Context: an optimization exercise on an open-source flow, tuned for small area, a short achievable clock period and few clock cycles per item. The choices shown serve that exercise and are no tape-out recipe. The RTL was checked by simulation tests, not by an equivalence proof against the original design.

Design geo_corr, start of the top module:
module geo_corr (
    input  wire         clk,
    input  wire         rst,
    input  wire [31:0]  a0, a1, a2,
    input  wire [31:0]  b0, b1, b2,
    input  wire [31:0]  zofs, zgain,
    input  wire [31:0]  fxmin, fymin, fxmax, fymax,
    input  wire         in_valid,
    output reg          in_ready,
    input  wire [31:0]  in_x, in_y, in_z,
    output reg          out_valid,
    output reg  [31:0]  out_x, out_y, out_z,
    output reg  [2:0]   out_sat,
    output wire         mem_req,
    output wire [12:0]  mem_addr,
    input  wire [95:0]  mem_rdata
);
export LEC_CHECK = 0
export ABC_AREA = 1
export CAP_MARGIN = 20
export CORE_MARGIN = 2
export CORE_UTILIZATION = 40
export CTS_CLUSTER_DIAMETER = 120
export CTS_CLUSTER_SIZE = 18
export PLACE_DENSITY = 0.6
export SLEW_MARGIN = 20
create_clock -name core_clock -period 22.0 [get_ports {clk}]
standard.sh (not shown) runs the stock make flow with config.mk's settings and CLKGATE_MAP_FILE= SYNTH_SCRIPT=/design/flow/synth_recipe.tcl, a recipe that flattens the netlist after the stock synthesis.
==> flow/flow/run.sh <==
#!/bin/bash
# Layout: the standard ORFS flow (standard.sh: unchanged synthesis and steps, the design's
# clock and constraints), with two optimisation settings passed to it:
#  - the buffers that buffer_ports puts on every input and output port are
#    sky130_fd_sc_hd__buf_2 instead of the flow's default (a 10 um2 delay buffer);
#  - repair_timing aims for 16 ns of setup slack, so that it shortens the critical paths
#    (the clock period stays the design's).
set -euo pipefail
export BUFFER_PORTS_ARGS="-buffer_cell sky130_fd_sc_hd__buf_2"
export SETUP_SLACK_MARGIN=16
bash standard.sh > standard.log 2>&1
Testbench counts at the start, summed over its fixed seeds: cycles 33,824, items 2,048.
Rerun with:
--- a/flow/design.v
+++ b/flow/design.v
@@ -7697,22 +7697,26 @@
     output wire         mem_req,
     output wire [12:0]  mem_addr,
     input  wire [95:0]  mem_rdata
 );
     localparam HL = 46;
     reg [HL:1] h;
     reg [1:0] ph;                        
-    wire acc = in_valid & in_ready;
+    reg rdy_n;                           
+    wire acc = in_valid & ~rdy_n;
+    wire rdy_next = ~acc & ~|h[14:1] & ((ph == 2'd3) | ~|h[HL-1:15]);
     always @(posedge clk) begin
         if (rst) begin
             h <= 0;
             in_ready <= 1'b1;
+            rdy_n <= 1'b0;
         end else begin
             h <= {h[HL-1:1], acc};
-            in_ready <= ~acc & ~|h[14:1] & ((ph == 2'd3) | ~|h[HL-1:15]);
+            in_ready <= rdy_next;
+            rdy_n <= ~rdy_next;
         end
         ph <= acc ? 2'd1 : ph + 2'd1;
     end
     reg [31:0] a0r, a1r, a2r, b0r, b1r, b2r, zofsr, zgainr;
     reg [31:0] fxminr, fyminr, fxmaxr, fymaxr;
     always @(posedge clk) begin
         a0r <= a0; a1r <= a1; a2r <= a2; b0r <= b0; b1r <= b1; b2r <= b2;
@@ -7826,26 +7830,25 @@
         cx <= cxn; cy <= cyn;
         ma <= man;
         ma_ok <= ~(man[12] & man[7]);
     end
     wire [12:0] man = {rowc, 6'd0} + {6'd0, rowc} + {6'd0, colc};
     assign mem_req = mrq;
     assign mem_addr = {ma[12], ma[11:8] & {4{~ma[12]}}, ma[7] & ~(ma[12] & ma_ok), ma[6:0] & {7{ma_ok}}};
-    reg [33:0] rr0, rr1, rr2;            
+    reg [33:0] rr0, rr1;                 
     wire [33:0] rn0, rn1, rn2;
     wire rdone = h[30] | h[34] | h[38] | h[42];
     wire pload = h[13] | h[17] | h[21] | h[25];
     wire pslot = h[14] | h[18] | h[22] | h[26];
     reg [31:0] f2x, f2y;                 
     wire [31:0] pmop = h[13] ? {16'd0, fx} : h[17] ? {16'd0, fyr} : h[21] ? f2x : f2y;
     wire [15:0] pmdg = h[13] ? fx : (h[17] | h[25]) ? fyr : fxr;
     always @(posedge clk) begin
         rr0 <= pload ? {2'b00, pmop} : rdone ? rn0 : rr1;
-        rr1 <= rdone ? rn1 : rr2;
-        rr2 <= rn2;
+        rr1 <= rdone ? rn1 : rn2;        
     end
     reg [1:0] cs, cl;
     wire [1:0] cs_n = h[30] ? 2'd0 : cs + 2'd1;
     wire [1:0] cl_n = h[30] ? 2'd0 : (cs == 2'd3) ? cl + 2'd1 : cl;
     reg [31:0] wy [0:3];
     wire [1:0] wyi = cs_n - cl_n;
     wire [15:0] cone_n, ctwo_n, cneg_n;
@@ -7896,35 +7899,41 @@
         wy[1] <= wy[0]; wy[2] <= wy[1]; wy[3] <= wy[2];
     end
     reg [31:0] wring [0:3];
     reg [3:0] pc;
     wire [31:0] wuse = (pc < 4'd4) ? cw : wring[3];
     wire [15:0] lone_n, ltwo_n, lneg_n;
     geo_booth_enc u_le (.w(wuse), .one(lone_n), .two(ltwo_n), .neg(lneg_n));
-    reg [15:0] lone0, ltwo0, lneg0, lone1, ltwo1, lneg1;
-    reg first0, first1;                  
+    reg [15:0] lone0, ltwo0, lneg0, lone1, ltwo1, lneg1, lone2, ltwo2, lneg2;
+    reg first0, first1, first2;          
     wire firstn = (pc[1:0] == 2'd0);
     always @(posedge clk) begin
         pc <= h[24] ? 4'd0 : pc + 4'd1;
         wring[0] <= wuse; wring[1] <= wring[0]; wring[2] <= wring[1]; wring[3] <= wring[2];
         lone0 <= lone_n;  ltwo0 <= ltwo_n;  lneg0 <= lneg_n;  first0 <= firstn;
         lone1 <= ~lone_n; ltwo1 <= ~ltwo_n; lneg1 <= ~lneg_n; first1 <= ~firstn;
+        lone2 <= lone0;   ltwo2 <= ltwo0;   lneg2 <= lneg0;   first2 <= first0;
     end
     reg [95:0] nreg;
-    always @(posedge clk) nreg <= mem_rdata;
+    reg [31:0] n2d;                      
+    always @(posedge clk) begin
+        nreg <= mem_rdata;
+        n2d <= nreg[95:64];
+    end
     genvar g;
     generate for (g = 0; g < 3; g = g + 1) begin : g_lane
         reg [63:0] las, lac;
         wire [63:0] ts, tc;
         wire [33:0] rn;
-        wire [15:0] one = (g == 0) ? lone0 : ~lone1;
-        wire [15:0] two = (g == 0) ? ltwo0 : ~ltwo1;
-        wire [15:0] neg = (g == 0) ? lneg0 : ~lneg1;
-        wire        fst = (g == 0) ? first0 : ~first1;
-        geo_lane_tree u_t (.one(one), .two(two), .neg(neg), .n(nreg[32*g +: 32]),
+        wire [15:0] one = (g == 0) ? lone0 : (g == 1) ? ~lone1 : lone2;
+        wire [15:0] two = (g == 0) ? ltwo0 : (g == 1) ? ~ltwo1 : ltwo2;
+        wire [15:0] neg = (g == 0) ? lneg0 : (g == 1) ? ~lneg1 : lneg2;
+        wire        fst = (g == 0) ? first0 : (g == 1) ? ~first1 : first2;
+        wire [31:0] nd  = (g == 2) ? n2d : nreg[32*g +: 32];
+        geo_lane_tree u_t (.one(one), .two(two), .neg(neg), .n(nd),
                            .as_(las), .ac_(lac), .first(fst), .s(ts), .c(tc));
         geo_lane_sum u_s (.s(las), .c(lac), .r(rn));
         always @(posedge clk) begin
             las <= ts; lac <= tc;
         end
         if (g == 0) assign rn0 = rn;
         if (g == 1) assign rn1 = rn;
Wire length came out lower by 2.0%.
Global-route usage came out lower by 0.58 points.
Cell area rose by 0.36%.
Cell count went up by 0.32%.
Clock-buffer cell count falls by 11.
Area after synthesis goes up by 0.33%.
Testbench counts after the change, summed over its fixed seeds: cycles 33,824, items 2,048.

========
Another version of the RTL of geo_corr (not shown whole).
For scale: roughly 23000 cells after synthesis, roughly 2600 flip-flops, roughly 690 I/O pins, roughly 210000 um2 of cells after synthesis.
==> flow/config.mk <==
export PLATFORM = sky130hd
export DESIGN_NAME = geo_corr
export DESIGN_NICKNAME = geo_corr
export VERILOG_FILES = /design/flow/design.v
export SDC_FILE = /design/flow/constraint.sdc
export NUM_CORES = 8
export LEC_CHECK = 0
export ABC_AREA = 1
export CAP_MARGIN = 20
export CORE_MARGIN = 2
export CORE_UTILIZATION = 40
export CTS_CLUSTER_DIAMETER = 120
export CTS_CLUSTER_SIZE = 18
export PLACE_DENSITY = 0.6
export SLEW_MARGIN = 20
==> flow/constraint.sdc <==
create_clock -name core_clock -period 22.0 [get_ports {clk}]
set_input_delay 4.4000 -clock core_clock [delete_from_list [all_inputs] [get_ports {clk}]]
set_output_delay 4.4000 -clock core_clock [all_outputs]
set_load 0.01 [all_outputs]
Scripts as last shown in full above: flow/flow/run.sh
Testbench counts at the start, summed over its fixed seeds: cycles 33,824, items 2,048.
Rerun with:
--- a/flow/design.v
+++ b/flow/design.v
@@ -7800,21 +7800,21 @@
         if (h[17]) begin
             hox <= {hsx[33:0], lox[5:1]};
             hoy <= {hsy[33:0], loy[5:1]};
             hoz <= {hsz[33:0], loz[5:1]};
         end
     end
     reg [3:0] rc;
     reg signed [7:0] cx0, cx, cy;
     reg rd_on;
     reg [12:0] ma;
-    reg ma_z;                            
+    reg ma_ok;                           
     reg mrq;
     wire signed [7:0] cxn = h[23] ? $signed({1'b0, ixr}) - 8'sd1 :
                             (rc[1:0] == 2'd3) ? cx0 : cx + 8'sd1;
     wire signed [7:0] cyn = h[23] ? $signed({1'b0, iyr}) - 8'sd1 :
                             (rc[1:0] == 2'd3) ? cy + 8'sd1 : cy;
     wire [6:0] colc = cxn < 0 ? 7'd0 : cxn > 64 ? 7'd64 : cxn[6:0];
     wire [6:0] rowc = cyn < 0 ? 7'd0 : cyn > 64 ? 7'd64 : cyn[6:0];
     always @(posedge clk) begin
         if (rst) begin
             mrq <= 1'b0;
@@ -7823,25 +7823,25 @@
             if (h[23]) begin
                 rd_on <= 1'b1; mrq <= 1'b1;
             end else if (rd_on && rc == 4'd15) begin
                 rd_on <= 1'b0; mrq <= 1'b0;
             end
         end
         rc <= h[23] ? 4'd0 : rc + 4'd1;
         if (h[23]) cx0 <= cxn;
         cx <= cxn; cy <= cyn;
         ma <= man;
-        ma_z <= man[12] & man[7];
+        ma_ok <= ~(man[12] & man[7]);
     end
     wire [12:0] man = {rowc, 6'd0} + {6'd0, rowc} + {6'd0, colc};
     assign mem_req = mrq;
-    assign mem_addr = {ma[12], ma[11:8] & {4{~ma[12]}}, ma[7] & (~ma[12] | ma_z), ma[6:0] & {7{~ma_z}}};
+    assign mem_addr = {ma[12], ma[11:8] & {4{~ma[12]}}, ma[7] & ~(ma[12] & ma_ok), ma[6:0] & {7{ma_ok}}};
     reg [33:0] rr0, rr1, rr2;            
     wire [33:0] rn0, rn1, rn2;
     wire rdone = h[30] | h[34] | h[38] | h[42];
     wire pload = h[13] | h[17] | h[21] | h[25];
     wire pslot = h[14] | h[18] | h[22] | h[26];
     reg [31:0] f2x, f2y;                 
     wire [31:0] pmop = h[13] ? {16'd0, fx} : h[17] ? {16'd0, fyr} : h[21] ? f2x : f2y;
     wire [15:0] pmdg = h[13] ? fx : (h[17] | h[25]) ? fyr : fxr;
     always @(posedge clk) begin
         rr0 <= pload ? {2'b00, pmop} : rdone ? rn0 : rr1;
@@ -7898,37 +7898,42 @@
         if (h[29]) wy[0] <= cw;
         if (h[30]) wy[1] <= cw;
         if (h[31]) wy[2] <= cw;
         if (h[32]) wy[3] <= cw;
     end
     reg [31:0] wring [0:3];
     reg [3:0] pc;
     wire [31:0] wuse = (pc < 4'd4) ? cw : wring[3];
     wire [15:0] lone_n, ltwo_n, lneg_n;
     geo_booth_enc u_le (.w(wuse), .one(lone_n), .two(ltwo_n), .neg(lneg_n));
-    reg [15:0] lone, ltwo, lneg;
-    reg first;                           
+    reg [15:0] lone0, ltwo0, lneg0, lone1, ltwo1, lneg1;
+    reg first0, first1;                  
+    wire firstn = (pc[1:0] == 2'd0);
     always @(posedge clk) begin
         pc <= h[24] ? 4'd0 : pc + 4'd1;
         wring[0] <= wuse; wring[1] <= wring[0]; wring[2] <= wring[1]; wring[3] <= wring[2];
-        lone <= lone_n; ltwo <= ltwo_n; lneg <= lneg_n;
-        first <= (pc[1:0] == 2'd0);
+        lone0 <= lone_n;  ltwo0 <= ltwo_n;  lneg0 <= lneg_n;  first0 <= firstn;
+        lone1 <= ~lone_n; ltwo1 <= ~ltwo_n; lneg1 <= ~lneg_n; first1 <= ~firstn;
     end
     reg [95:0] nreg;
     always @(posedge clk) nreg <= mem_rdata;
     genvar g;
     generate for (g = 0; g < 3; g = g + 1) begin : g_lane
         reg [63:0] las, lac;
         wire [63:0] ts, tc;
         wire [33:0] rn;
-        geo_lane_tree u_t (.one(lone), .two(ltwo), .neg(lneg), .n(nreg[32*g +: 32]),
-                           .as_(las), .ac_(lac), .first(first), .s(ts), .c(tc));
+        wire [15:0] one = (g == 0) ? lone0 : ~lone1;
+        wire [15:0] two = (g == 0) ? ltwo0 : ~ltwo1;
+        wire [15:0] neg = (g == 0) ? lneg0 : ~lneg1;
+        wire        fst = (g == 0) ? first0 : ~first1;
+        geo_lane_tree u_t (.one(one), .two(two), .neg(neg), .n(nreg[32*g +: 32]),
+                           .as_(las), .ac_(lac), .first(fst), .s(ts), .c(tc));
         geo_lane_sum u_s (.s(las), .c(lac), .r(rn));
         always @(posedge clk) begin
             las <= ts; lac <= tc;
         end
         if (g == 0) assign rn0 = rn;
         if (g == 1) assign rn1 = rn;
         if (g == 2) assign rn2 = rn;
     end endgenerate
     function [32:0] satf(input [67:0] v);
         begin
Outcome: Setup slack gets better by 210 ps. Critical path depth went down by 2. Count of clock-buffer cells in the layout went up by 8. Non-clock buffer count went down by 2. Core utilization barely changes. Maximum frequency went up by 3.6%. Routed wire length went down by 2.4%. Global-route usage went down by 0.83 points. Clock skew went down by 34 ps. Die area went up by 0.57%. Sequential share of layout area went up by 0.33 points. Cell area went up by 0.51%.
Testbench counts after the change, summed over its fixed seeds: cycles 33,824, items 2,048.

[afterwards: timing with drivers on the ports]
In the flow no input, the clock included, has a driving cell. The finished layouts below were timed again as built, in two steps. Step 1: set_driving_cell puts a clkbuf_16 on clk and a buf_2 on each other input, an assumption about the parent block. Step 2 moves the port delays by t, midway between the first and last clock arrival at a register: inputs arrive t later, outputs are due t later. That takes back most of the time a late clock gives input paths. Three values: no drivers, after step 1, after step 2; two values: the first two.
run | t, ns | slack for setup (ns) | hold WS [ns] | worst setup path after step 2 | worst register clock-pin slew, ns
the first run of note 1 | 1.087 | 16.081 / 15.963 / 15.370 | 0.201 / 0.201 / 0.201 | input to register | 0.09 / 0.09
the second run of note 1 | 1.075 | 16.018 / 15.892 / 15.227 | 0.288 / 0.288 / 0.288 | input to register | 0.09 / 0.09
the first run of note 2 | 1.056 | 15.846 / 15.726 / 15.766 | 0.254 / 0.254 / 0.254 | input to register | 0.10 / 0.10
the second run of note 2 | 1.090 | 16.058 / 15.929 / 15.552 | 0.255 / 0.255 / 0.255 | input to register | 0.10 / 0.10
After both steps every run listed still meets setup and hold. For the second run of note 1, which loses most, drivers alone change the setup slack by -0.126 ns; drivers and shift together by -0.791 ns.
